This is an optimization exercise on Yosys and OpenROAD, whose aim is small area, not a production implementation. In this exercise RTL edits were held to simulation tests only and were not proved equivalent to the original. Power is estimated from default activity; no workload was simulated.

==> flow/design.v <==
module hx_gen_chain (
    input  wire               clk,
    input  wire               rst,           
    input  wire               cfg_load,      
    input  wire [1:0]         cfg_order,     
    input  wire [3:0]         cfg_rate,      
    input  wire               mod_valid,
    input  wire signed [3:0]  mod_in,
    output wire               fine_valid,
    output wire signed [73:0] fine_data,
    output wire               fine_h,
    output wire               fine_o,
    output wire               coarse_valid,
    output wire signed [10:0] coarse_data,
    output wire               coarse_o
);
    localparam W  = 74;
    localparam ND = 5;                     
    localparam DW = 15;                    
    reg [1:0] order_q;
    reg [3:0] rate_q;
    wire      cfg_ok = (cfg_order != 2'd3) && (cfg_rate <= 4'd10);
    wire      clear  = rst || (cfg_load && cfg_ok);
    always @(posedge clk) begin
        if (rst) begin
            order_q <= 2'd0;
            rate_q  <= 4'd7;
        end else if (cfg_load && cfg_ok) begin
            order_q <= cfg_order;
            rate_q  <= cfg_rate;
        end
    end
    wire [2:0]  n_ord  = {1'b0, order_q} + 3'd3;
    wire [13:0] r_mask;                                                  
    genvar mb;
    generate
        for (mb = 0; mb < 14; mb = mb + 1) begin : msk
            if (mb < 4) begin : lo
                assign r_mask[mb] = 1'b1;
            end else begin : hi
                assign r_mask[mb] = (rate_q >= mb - 3);
            end
        end
    endgenerate
    reg [13:0] phase;      
    reg [3:0]  run_len;    
    reg        run_neg;    
    reg [2:0]  age;        
    reg        pos_ok;     
    reg [2:0]  nblk;       
    reg        c_ovl;      
    wire is_pos = (mod_in == 4'sd7);
    wire is_neg = (mod_in == -4'sd8);
    wire is_ext = is_pos || is_neg;
    wire [3:0] run_next = !is_ext                                 ? 4'd0 :
                          (run_len != 4'd0 && run_neg == is_neg) ?
                              (run_len == 4'd8 ? 4'd8 : run_len + 4'd1) : 4'd1;
    wire ovl_now  = run_next[3];
    wire [13:0] pm      = phase & r_mask;        
    wire pm_hi0         = ~|pm[13:1];
    wire blk_first      = pm_hi0 & ~pm[0];
    wire pm_one         = pm_hi0 & pm[0];
    wire blk_last       = &(phase | ~r_mask);
    wire pos_ge_n       = (|pm[13:3]) || (pm[2:0] >= n_ord - 3'd1);
    wire [3:0] cpos     = phase[3:0];
    always @(posedge clk) begin
        if (clear) begin
            phase   <= 14'd0;
            run_len <= 4'd0;
            run_neg <= 1'b0;
            age     <= 3'd7;
            pos_ok  <= 1'b0;
            nblk    <= 3'd0;
            c_ovl   <= 1'b0;
        end else if (mod_valid) begin
            phase   <= phase + 14'd1;
            run_len <= run_next;
            run_neg <= is_neg;
            if (ovl_now) begin
                age    <= 3'd0;
                pos_ok <= pos_ge_n;
            end else if (blk_first && age != 3'd7) begin
                age    <= age + 3'd1;
            end
            if (blk_last && nblk != 3'd7)
                nblk <= nblk + 3'd1;
            c_ovl   <= ovl_now || (c_ovl && cpos != 4'd0);
        end
    end
    assign fine_h   = (nblk < n_ord);
    assign fine_o   = (age <= n_ord - 3'd2) || (age == n_ord - 3'd1 && pos_ok);
    assign coarse_o = c_ovl;
    reg [2:0] q;           
    reg [1:0] cq;          
    reg       zf;          
    reg [3:0] xr;          
    reg       pend;        
    reg       ip;          
    reg       pfirst;      
    reg       plast;       
    reg       yhold;       
    reg       uact;        
    reg [3:0] idone;       
    reg       rpend;       
    reg       dstep;       
    wire zero  = zf;
    wire q_n1  = (q == n_ord - 3'd1);                         
    wire q_n   = (q == ((n_ord == 3'd5) ? 3'd0 : n_ord));     
    wire st1   = pend && !yhold && !uact && (q == 3'd0);
    wire slot  = !idone[cq];                                   
    wire defer = ip && q_n1 && slot && !plast && !dstep;
    wire at_n  = q_n1 && ((ip && !defer) || dstep);           
    wire trig  = plast && at_n;
    wire dump  = pfirst && at_n;
    wire ustart = yhold && q_n && (cq == 2'd1 - n_ord[1:0]);  
    wire urest = uact;
    wire inj   = q_n1 && slot && !at_n;
    reg       xsg;         
    always @(posedge clk) begin
        if (mod_valid)
            xr <= mod_in;
        if (st1)
            xsg <= xr[3];
    end
    always @(posedge clk) begin
        if (clear)
            q  <= 3'd0;
        else
            q  <= (q == 3'd4) ? 3'd0 : q + 3'd1;
        if (rst)
            cq <= 2'd0;
        else
            cq <= cq + 2'd1;
    end
    always @(posedge clk) begin
        if (clear) begin
            zf     <= 1'b1;
            pend   <= 1'b0;
            ip     <= 1'b0;
            pfirst <= 1'b0;
            plast  <= 1'b0;
            yhold  <= 1'b0;
            uact   <= 1'b0;
            idone  <= 4'hf;
            rpend  <= 1'b0;
            dstep  <= 1'b0;
        end else begin
            if (q == 3'd4)
                zf <= 1'b0;
            pend   <= mod_valid || (pend && !st1);
            ip     <= st1 || (ip && q != 3'd4);
            if (st1) begin
                pfirst <= pm_one;
                plast  <= blk_first;
            end else if (trig) begin
                plast  <= 1'b0;
            end
            yhold  <= trig || (yhold && !ustart);
            uact   <= (ustart || uact) && (cq != 2'd3);           
            rpend  <= trig || (rpend && !q_n1);
            dstep  <= defer || (dstep && !q_n1);
            if (dump)
                idone <= 4'h0;
            else if (inj)
                idone[cq] <= 1'b1;
        end
    end
    localparam NC = 4;
    wire [2:0] op0 = zero ? 3'd6 : ustart ? 3'd4 : urest ? 3'd5 : st1 ? 3'd3 :
                     ((ip && !defer) || at_n) ? 3'd2 : inj ? 3'd1 : 3'd0;
    wire [NC-1:0] ctl0 = {op0, dump};
    reg  [NC-1:0] ctl_d [1:ND-1];
    integer k;
    always @(posedge clk) begin
        ctl_d[1] <= ctl0;
        for (k = 2; k <= ND - 1; k = k + 1)
            ctl_d[k] <= ctl_d[k-1];
    end
    assign fine_valid = rpend && q_n1;
    reg  [W-1:0] ir0, ir1, ir2, ir3, ir4;      
    reg  [W-1:0] cr0, cr1, cr2, cr3;           
    wire [W-1:0] isum;
    wire [W-1:0] iw, cw;                       
    wire [ND-1:0] ico;                         
    wire [W-1:0] xs = {{(W-DW){xsg}}, {(DW-4){xr[3]}}, xr};
    genvar j, b;
    generate
        for (j = 0; j < ND; j = j + 1) begin : dg
            localparam LO = j * DW;
            localparam HI = (j == ND - 1) ? W - 1 : j * DW + DW - 1;
            localparam WD = HI - LO + 1;
            wire [NC-1:0] ctl = (j == 0) ? ctl0 : ctl_d[j];
            wire [2:0] op = ctl[3:1];
            wire o_c = (op == 3'd1), o_r = (op == 3'd2), o_x = (op == 3'd3);
            wire o_f = (op == 3'd4), o_u = (op == 3'd5), o_z = (op == 3'd6);
            wire upd = o_f | o_u;
            wire i_z = o_z | ctl[0];
            wire [WD-1:0] ia = upd ? cr0[HI:LO] : (i_z ? {WD{1'b0}} : ir0[HI:LO]);
            wire [WD-1:0] ib = o_x ? xs[HI:LO] :
                               (o_r | o_f) ? ir4[HI:LO] :
                               o_c ? ~cr0[HI:LO] :
                               o_u ? cr3[HI:LO] : {WD{1'b0}};
            wire [WD:0]   ic;
            if (j == 0) begin : c0
                assign ic[0] = o_c;
            end else begin : cj
                reg icr;
                always @(posedge clk)
                    icr <= ico[j-1];
                assign ic[0] = icr;
            end
            for (b = 0; b < WD; b = b + 1) begin : bt
                assign isum[LO+b]  = ia[b] ^ ib[b] ^ ic[b];
                assign ic[b+1]     = (ia[b] & ib[b]) | (ia[b] & ic[b]) | (ib[b] & ic[b]);
            end
            assign ico[j] = ic[WD];
            assign iw[HI:LO] = upd ? ir0[HI:LO] : isum[HI:LO];
            assign cw[HI:LO] = upd ? isum[HI:LO] : (o_z ? {WD{1'b0}} : cr0[HI:LO]);
        end
    endgenerate
    always @(posedge clk) begin
        ir0 <= ir1;
        ir1 <= ir2;
        ir2 <= ir3;
        ir3 <= ir4;
        ir4 <= iw;
        cr0 <= cr1;
        cr1 <= cr2;
        cr2 <= cr3;
        cr3 <= cw;
    end
    assign fine_data = {ir4[73:60], ir3[59:45], ir2[44:30], ir1[29:15], ir0[14:0]};
    reg [3:0]  wc;
    reg        cvp;
    reg [10:0] cacc;
    wire [3:0] wgt = (cpos ^ {4{cpos[3]}}) + 4'd1;
    always @(posedge clk) begin
        if (clear) begin
            wc   <= 4'd0;
            cvp  <= 1'b0;
            cacc <= 11'd0;
        end else begin
            if (mod_valid) begin
                wc  <= wgt;
                cvp <= (cpos == 4'd15);
            end else begin
                if (wc != 4'd0)
                    wc <= wc - 4'd1;
                if (wc == 4'd0)
                    cvp <= 1'b0;
            end
            if (coarse_valid)
                cacc <= 11'd0;
            else if (wc != 4'd0)
                cacc <= cacc + {{7{xr[3]}}, xr};
        end
    end
    assign coarse_valid = cvp && (wc == 4'd0);
    assign coarse_data  = cacc;
endmodule
==> flow/flow/run.sh <==
#!/bin/bash
# The standard layout (standard.sh), with one change: the buffers that
# buffer_ports puts on every input and output port are the platform's smallest
# buffer cell instead of the one buffer_ports picks by default.
set -euo pipefail
export BUFFER_PORTS_ARGS="-buffer_cell sky130_fd_sc_hd__buf_1"
bash standard.sh > standard_flow.log 2>&1
==> flow/standard.sh <==
#!/bin/bash
# synth_recipe.tcl (not shown) runs the flow's synth.tcl, then flattens the netlist and writes it again
# the make line also repeats each setting of config.mk as NAME=value (left out here)
make -C /OpenROAD-flow-scripts/flow DESIGN_CONFIG=/design/flow/config.mk WORK_HOME=/design/flow/orfs CLKGATE_MAP_FILE= SYNTH_SCRIPT=/design/flow/synth_recipe.tcl "${@:-finish}"
==> flow/config.mk <==
export PLATFORM = sky130hd
export DESIGN_NAME = hx_gen_chain
export DESIGN_NICKNAME = hx_gen_chain
export VERILOG_FILES = /design/flow/design.v
export SDC_FILE = /design/flow/constraint.sdc
export NUM_CORES = 4
export LEC_CHECK = 0
export CAP_MARGIN = 20
export CORE_MARGIN = 2
export CORE_UTILIZATION = 78
export CTS_BUF_LIST = sky130_fd_sc_hd__clkbuf_8
export CTS_CLUSTER_DIAMETER = 60
export CTS_CLUSTER_SIZE = 18
export PLACE_DENSITY = 0.8
export SLEW_MARGIN = 20
==> flow/constraint.sdc <==
create_clock -name core_clock -period 10.0 [get_ports {clk}]
set_input_delay 2.0000 -clock core_clock [delete_from_list [all_inputs] [get_ports {clk}]]
set_output_delay 2.0000 -clock core_clock [all_outputs]
set_load 0.01 [all_outputs]
==> results.yml, run 1 <==
status:
  result_of_the_run: "finished clean"
finish:
  layout.nets: 2338
  post-route-cell-area_sq_um: 25600
  syn_to_final_growth_pct: 3.36
  antennaDiodeCount: 0
  drive_gt1_share_pct: 4.60
timing:
  slew_at_the_pin_closest_to_its_max_slew_limit_ns: 0.994
  slew-limit-headroom_pct: 33.2
  finalCritPeriodShare_pct: 92.0
  final.hold.worst_slack_ns: 0.321
  maximum_frequency_from_static_timing_analysis_ghz: 0.109
  fin_clk_skew_ns: 0.0281
  grt_setup_unrepaired: "false"
  fin_tns_setup_ns: 0
  finalSetupViolCount: 0
  setup_ws_ns: 0.798
  finalHoldViolCount: 0
  final_period_minus_worst_setup_slack_ns: 9.20
  final_max_slew_viol_count: 0
synthesis:
  synthDominantAreaCellType: "sky130_fd_sc_hd__dfxtp_1"
  share_of_the_synthesized_area_in_the_top_cell_type_pct: 60.8
  synth_fp_nets: 2350
  ys_top_cells_by_area: "sky130_fd_sc_hd__dfxtp_1 (61%), sky130_fd_sc_hd__fa_1 (6.0%), sky130_fd_sc_hd__o21ai_0 (2.8%)"
  syn_inst: 2222
  ys_dominant_reg_cell: "sky130_fd_sc_hd__dfxtp_1"
  async_flop_share_pct: 0
  synthesis_warnings: 2
  syn_area_per_cell_sq_um: 11.2
  synth_sequential_area_ratio_pct: 61.4
  postSynthRegisterBits: 758
  synth_edf_count: 5
  post_synth_instance_area_sq_um: 24800
  synthDistinctLibCells: 64
placement:
  number_of_buffers_inserted_by_port_buffering: 103
  preCtsSetupSlack_ns: 0.970
  placed_area_sq_um: 24900
  place_hpwl_microns: 30300
  finalWeightedCongestion: 0.856
global_route:
  grt_pass1_vias: 15200
  grt_overflow: 0
  groute.usage.overall_pct: 28.0
  pin_count_of_the_biggest_net_entering_global_routing: 48
  antenna_violations_before_repair: 0
  grt_first_pass_wirelength_microns: 75800
clocking:
  tritoncts: "yes"
  post_cts_resized: 0
  postCtsSetupBuffers: 0
  cts-buffers-inserted: 48
  clkSinkCount: 758
  clock_tree.root_cell: "sky130_fd_sc_hd__clkbuf_8"
  worst_skew_late_latency_ns: 0.63
  clock_path_buffers: 3
  cts_hold_buf: 0
  clock_slew_seen_by_the_registers_of_the_worst_setup_and_hold_paths_ns: 0.11
  htree_num_levels: 2
worst_setup_path:
  r2r-end: "cr3[14]$_DFF_P_"
  worst-path-max-fanout: 14
  r2r_setup_slack_ns: 0.80
  timing.critical_path.from_type: "flop"
  cp_slowest_stage_delay_ns: 0.56
  worstSetupStartpoint: "order_q[0]$_SDFFE_PP0P_"
  worstPathRequired_ns: 10.48
  worst_r2r_startpoint: "order_q[0]$_SDFFE_PP0P_"
  critPathCaptureType: "flop"
  critical-path-slowest-cell: "sky130_fd_sc_hd__dfxtp_1"
  critical-path-top-cell-by-count: "sky130_fd_sc_hd__fa_1"
  reg2regPathDepth: 30
  critPathArrivalTime_ns: 9.68
  worst-setup-path-type: "flop to flop"
floorplanning:
  die-width_microns: 182
  floorplan.initialDensity_pct: 78.8
  fp-row-count: 65
  die-area_sq_um: 33300
  floorplan.io_pins: 104
  die_height_microns: 182
  design.core.area_sq_um: 31500
detailed_routing:
  wl_met2_microns: 21500
  route.detailed.vias_per_inst: 5.89
  finalWirelength_microns: 46000
  num_vias: 15400
  detail_route.wirelength.met1_microns: 20800
  wl_per_cell_microns: 17.6
  routed.top_layer: "met4"
  drtPass1Iterations: 6
  detail_route.drc_violations: 0
  ant_nets: 0
  drt-initial-drc-count: 1276
  met3_length_microns: 2500
job:
  maxCapViolations: 0
pwr:
  pwr_density_cell_nw_per_um2: 178
  ir_drop_mv: 0.168
  total_power_w: 0.00456
  cellLeakagePower_nw: 9.48
min_path:
  min_to: "cr0[39]$_DFF_P_"
  hold_path_class: "flop to flop"
  hold_path.startpoint: "cr1[39]$_DFF_P_"
  number_of_cells_on_the_worst_hold_path: 0
-- cells in the mapped netlist (12+ instances only) --
| master | instances |
|---|---|
| sky130_fd_sc_hd__a211o_1 | 56 |
| sky130_fd_sc_hd__o21ai_0 | 139 |
| sky130_fd_sc_hd__nand2_1 | 151 |
| sky130_fd_sc_hd__xor2_1 | 17 |
| sky130_fd_sc_hd__nor3_1 | 19 |
| sky130_fd_sc_hd__dfxtp_1 | 753 |
| sky130_fd_sc_hd__o2111ai_1 | 53 |
| sky130_fd_sc_hd__a21oi_1 | 120 |
| sky130_fd_sc_hd__nor2b_1 | 74 |
| sky130_fd_sc_hd__buf_4 | 76 |
| sky130_fd_sc_hd__a222oi_1 | 13 |
| sky130_fd_sc_hd__nand3_1 | 14 |
| sky130_fd_sc_hd__nand2b_1 | 13 |
| sky130_fd_sc_hd__a22o_1 | 17 |
| sky130_fd_sc_hd__a211oi_1 | 17 |
| sky130_fd_sc_hd__nor2_1 | 160 |
| sky130_fd_sc_hd__clkbuf_1 | 107 |
| sky130_fd_sc_hd__inv_1 | 99 |
| sky130_fd_sc_hd__a22oi_1 | 65 |
| sky130_fd_sc_hd__fa_1 | 74 |
| sky130_fd_sc_hd__xnor2_1 | 18 |
| sky130_fd_sc_hd__or2_1 | 12 |
| sky130_fd_sc_hd__ha_1 | 40 |
-- critical path, delay by kind of cell (launching register included) --
family | cells | cell delay (ns)
fa+ha+maj | 16 | 6.13
xor+xnor | 1 | 0.28
compound gates | 5 | 0.68
buf+inv | 5 | 0.55
simple gates | 2 | 0.47
flops | 1 | 0.56
mux | 1 | 0.38
-- cell usage in the layout (no fill, tap or decap), drive strengths merged, types with 5 or more instances in the layout --
master and count:
dfxtp 753, nor2 160, nand2 151, o21ai 139, buf 135, a21oi 121, inv 102, nor2b 74
fa 74, a22oi 65, a211o 56, o2111ai 54, clkbuf 49, ha 40, nor3 20, xnor2 18
xor2 18, a22o 17, a211oi 17, or2 17, nand3 15, nand2b 13, a222oi 13, and3 9
o31ai 9, a21o 8, o21a 6, and2 6, o22ai 5, edfxtp 5
-- sequential cells by signal, indices dropped and copies added (netlist names), 16 cells and up --
| register | flops |
|---|---|
| ir0 | 74 |
| ctl_d | 16 |
| cr0 | 74 |
| cr1 | 74 |
| ir1 | 74 |
| ir3 | 74 |
| ir4 | 74 |
| ir2 | 74 |
| cr2 | 74 |
| cr3 | 74 |
-- metal layers --
layer / GRT usage (%) / vias up
li1: - / 7384
met1: 39.5 / 7419
met2: 45.5 / 543
met3: 3.57 / 87
met4: 9.65 / 0
met5: 0 / -
-- power breakdown --
| group | internal [W] | leakage [nW] | switching (W) |
|---|---|---|---|
| Sequential | 0.00304 | 6.12 | 0.0000247 |
| Combinational | 0.0000611 | 2.97 | 0.0000974 |
| Clock | 0.000475 | 0.390 | 0.000856 |
| Total | 0.00358 | 9.48 | 0.000978 |
-- layout make-up --
class	instances	area, sq um
Sequential cell	758	15200
Multi-Input combinational cell	1168	8170
Fill cell	1888	5830
Clock buffer	49	674
Timing Repair Buffer	135	627
Tap cell	402	503
Inverter	99	372
Clock inverter	7	72.6
-- through the flow --
stage	util (%)	std cells
global route	81.5	2618
global placement	79.1	2562
floorplan	-	2222
finish	81.5	2618
CTS	81.5	2618
detailed placement	79.1	2562
-- cells by family after synthesis --
group,Yosys count,share of synthesized area [%]
AOI/OAI and AO/OA,527,14.2
and+or+nand+nor,483,9.04
muxes,7,0.343
buffers and inverters,296,5.76
xor gates and xnor gates,36,1.30
adders and majority gates,115,8.03
DFF,758,61.4
-- worst max-delay path by stage --
stage / to / slack [ns] / cells after the start
3_3_place_gp: cr3[14]$_DFF_P_ / 1.11 / 30
2_1_floorplan: cr3[14]$_DFF_P_ / 1.41 / 32
3_5_place_dp: cr3[14]$_DFF_P_ / 0.97 / 30
5_1_grt: cr3[14]$_DFF_P_ / 0.34 / 30
6_report: cr3[14]$_DFF_P_ / 0.80 / 30
4_1_cts: cr3[14]$_DFF_P_ / 0.88 / 30
==> run 2, diff against run 1 <==
--- a/flow/config.mk
+++ b/flow/config.mk
@@ -11,5 +11,5 @@
 export CTS_BUF_LIST = sky130_fd_sc_hd__clkbuf_8
 export CTS_CLUSTER_DIAMETER = 60
 export CTS_CLUSTER_SIZE = 18
-export PLACE_DENSITY = 0.8
+export PLACE_DENSITY = 0.86
 export SLEW_MARGIN = 20
==> run 2 against run 1 <==
Setup slack lost 0.14 ns. Power shrank 0.21%. Final area is essentially flat. Via count grew 0.60%. Combinational power is essentially flat. Clock skew grew 0.018 ns. Flip-flop and latch count is the same. Critical path depth is the same. Critical path type unchanged. Highest routed layer unchanged.
==> results.yml, run 2 <==
synthesis:
  syn_area_per_cell_sq_um: 11.2
  share_of_the_synthesized_area_in_the_top_cell_type_pct: 60.8
  synth_fp_nets: 2350
  async_flop_share_pct: 0
  post_synth_instance_area_sq_um: 24800
  ys_top_cells_by_area: "sky130_fd_sc_hd__dfxtp_1 (61%), sky130_fd_sc_hd__fa_1 (6.0%), sky130_fd_sc_hd__o21ai_0 (2.8%)"
  synthDistinctLibCells: 64
  synth_sequential_area_ratio_pct: 61.4
  synth_edf_count: 5
  synthDominantAreaCellType: "sky130_fd_sc_hd__dfxtp_1"
  synth_commonest_cells: "sky130_fd_sc_hd__dfxtp_1 (753), sky130_fd_sc_hd__nor2_1 (160), sky130_fd_sc_hd__nand2_1 (151), sky130_fd_sc_hd__o21ai_0 (139), sky130_fd_sc_hd__a21oi_1 (120)"
  syn_inst: 2222
  ys_dominant_reg_cell: "sky130_fd_sc_hd__dfxtp_1"
  most_repeated_cell_in_the_gate_level_netlist_after_synthesis: "sky130_fd_sc_hd__dfxtp_1"
  synthesis_warnings: 2
  postSynthRegisterBits: 758
placement:
  place_hpwl_microns: 30500
  placed_area_sq_um: 24900
  post-place-cells: 2562
  preCtsSetupSlack_ns: 0.812
  number_of_buffers_inserted_by_port_buffering: 103
  finalWeightedCongestion: 0.894
finish:
  num-fill-cells: 1851
  layout.nets: 2338
  mostFrequentLayoutCell: "sky130_fd_sc_hd__dfxtp_1"
  drive_gt1_share_pct: 4.61
  syn_to_final_growth_pct: 3.30
  post-route-cell-area_sq_um: 25600
  antennaDiodeCount: 0
  layout.cells.non_filler: 2616
  most_frequent_cells_in_the_layout: "sky130_fd_sc_hd__dfxtp_1 (753), sky130_fd_sc_hd__nor2_1 (160), sky130_fd_sc_hd__nand2_1 (151)"
clocking:
  clock_path_buffers: 3
  cts-buffers-inserted: 48
  cts_hold_buf: 0
  postCtsSetupBuffers: 0
  tritoncts: "yes"
  worst_skew_late_latency_ns: 0.63
  clkSinkCount: 758
  htree_num_levels: 2
  clock_slew_seen_by_the_registers_of_the_worst_setup_and_hold_paths_ns: 0.10
  clock_tree.root_cell: "sky130_fd_sc_hd__clkbuf_8"
  post_cts_resized: 0
worst_setup_path:
  r2r_setup_slack_ns: 0.66
  worstPathRequired_ns: 10.48
  timing.critical_path.from_type: "flop"
  critPathCaptureType: "flop"
  critical-path-slowest-cell: "sky130_fd_sc_hd__dfxtp_1"
  critPathArrivalTime_ns: 9.82
  cp_slowest_stage_delay_ns: 0.59
  worst-path-max-fanout: 14
  critical-path-top-cell-by-count: "sky130_fd_sc_hd__fa_1"
  worst-setup-path-type: "flop to flop"
global_route:
  grt_pass1_vias: 15600
  groute.usage.overall_pct: 28.3
  antenna_violations_before_repair: 0
  grt_first_pass_wirelength_microns: 76800
  grt_overflow: 0
  pin_count_of_the_biggest_net_entering_global_routing: 48
timing:
  final_period_minus_worst_setup_slack_ns: 9.34
  setup_ws_ns: 0.660
  finalHoldViolCount: 0
  fin_clk_skew_ns: 0.0458
  maximum_frequency_from_static_timing_analysis_ghz: 0.107
  final.hold.worst_slack_ns: 0.314
  fin_tns_setup_ns: 0
  finalSetupViolCount: 0
  slew_at_the_pin_closest_to_its_max_slew_limit_ns: 0.981
  finalCritPeriodShare_pct: 93.4
  slew-limit-headroom_pct: 34.1
  final_max_slew_viol_count: 0
  grt_setup_unrepaired: "false"
min_path:
  hold_path_class: "flop to flop"
detailed_routing:
  drtPass1Iterations: 5
  ant_nets: 0
  drt-initial-drc-count: 1529
  detail_route.drc_violations: 0
  wl_per_cell_microns: 17.7
  num_vias: 15500
  finalWirelength_microns: 46400
  route.detailed.vias_per_inst: 5.93
floorplanning:
  fp-row-count: 65
  floorplan.initialDensity_pct: 78.8
  design.core.area_sq_um: 31500
  die-area_sq_um: 33300
  die-width_microns: 182
  floorplan.io_pins: 104
  die_height_microns: 182
pwr:
  pwr_density_cell_nw_per_um2: 177
  ir_drop_mv: 0.161
  cellLeakagePower_nw: 9.47
job:
  maxCapViolations: 0
status:
  result_of_the_run: "finished clean"
## run 2: through the flow
| step | total power (W) | util, % |
|---|---|---|
| detailed placement | 0.00330 | 79.1 |
| global route | 0.00471 | 81.4 |
| finish | 0.00455 | 81.4 |
| floorplan | 0.00325 | - |
| global placement | 0.00329 | 79.1 |
| CTS | 0.00457 | 81.4 |
## run 2: critical path, delay by kind of cell, from the launching register on
| kind | cells | cell delay (ns) |
|---|---|---|
| compound gates | 5 | 0.70 |
| xor+xnor | 1 | 0.28 |
| fa+ha+maj | 16 | 6.21 |
| buf+inv | 5 | 0.60 |
| flops | 1 | 0.59 |
| mux | 1 | 0.39 |
| simple gates | 2 | 0.46 |
## run 2: cell type report
| cell class | count | area (sq um) | area share, % |
|---|---|---|---|
| Tap cell | 402 | 503 | 1.96 |
| Inverter | 99 | 372 | 1.45 |
| Multi-Input combinational cell | 1168 | 8170 | 31.9 |
| Timing Repair Buffer | 135 | 627 | 2.45 |
| Clock buffer | 51 | 702 | 2.74 |
| Clock inverter | 3 | 31.3 | 0.122 |
| Sequential cell | 758 | 15200 | 59.4 |
## run 2: final timing paths
kind,startpoint,to,depth (start not counted)
worst min-delay path,ir2[46]$_DFF_P_,ir1[46]$_DFF_P_,0
worst min register to register,ir2[46]$_DFF_P_,ir1[46]$_DFF_P_,0
worst max register to register,order_q[0]$_SDFFE_PP0P_,cr3[14]$_DFF_P_,30
worst max-delay path,order_q[0]$_SDFFE_PP0P_,cr3[14]$_DFF_P_,30
## run 2: metal layers
| layer | wire [microns] | GRT usage (%) | vias up | part of all wire (%) |
|---|---|---|---|---|
| met5 | 0 | 0 | - | 0 |
| met4 | 1170 | 9.42 | 0 | 2.5 |
| met3 | 2620 | 4.61 | 106 | 5.6 |
| met2 | 22700 | 48.6 | 521 | 49 |
| met1 | 19900 | 36.9 | 7489 | 43 |
| li1 | - | - | 7409 | - |
## run 2: report_power, final
group | internal (W) | switching, W
Sequential | 0.00304 | 0.0000239
Combinational | 0.0000610 | 0.0000996
Clock | 0.000464 | 0.000856
## run 2: cells by family after synthesis
logic type,count (synthesis),share of synthesized area (%)
compound gates,527,14.2
mux,7,0.343
flops,758,61.4
buf+inv,296,5.76
simple gates,483,9.04
fa+ha+maj,115,8.03
xor+xnor,36,1.30

==> what the ideal ports hide <==
Ports are ideal in the flow. The routed layouts listed here were re-timed in OpenROAD.
Step 1 assumes that a clkbuf_16 drives the clock port and a buf_2 every other input.
Step 2, shift: input delay + t, output delay - t, t = (earliest + latest rising clock arrival at the registers) / 2. This alone moves slack from input paths to output paths.
Slacks: ideal / step 1 / step 2; pairs: ideal / step 1.
| run | shift t [ns] | setup WS [ns] | worst setup path at the end | latest minus earliest clock arrival (ns) | worst data-port slew with drivers (ns) |
|---|---|---|---|---|---|
| run 1 | 0.662 | 0.798 / 0.798 / 0.798 | register to register | 0.028 / 0.028 | 0.03 |
| run 2 | 0.654 | 0.660 / 0.660 / 0.660 | register to register | 0.048 / 0.048 | 0.03 |
After both steps every run listed still meets setup and hold.
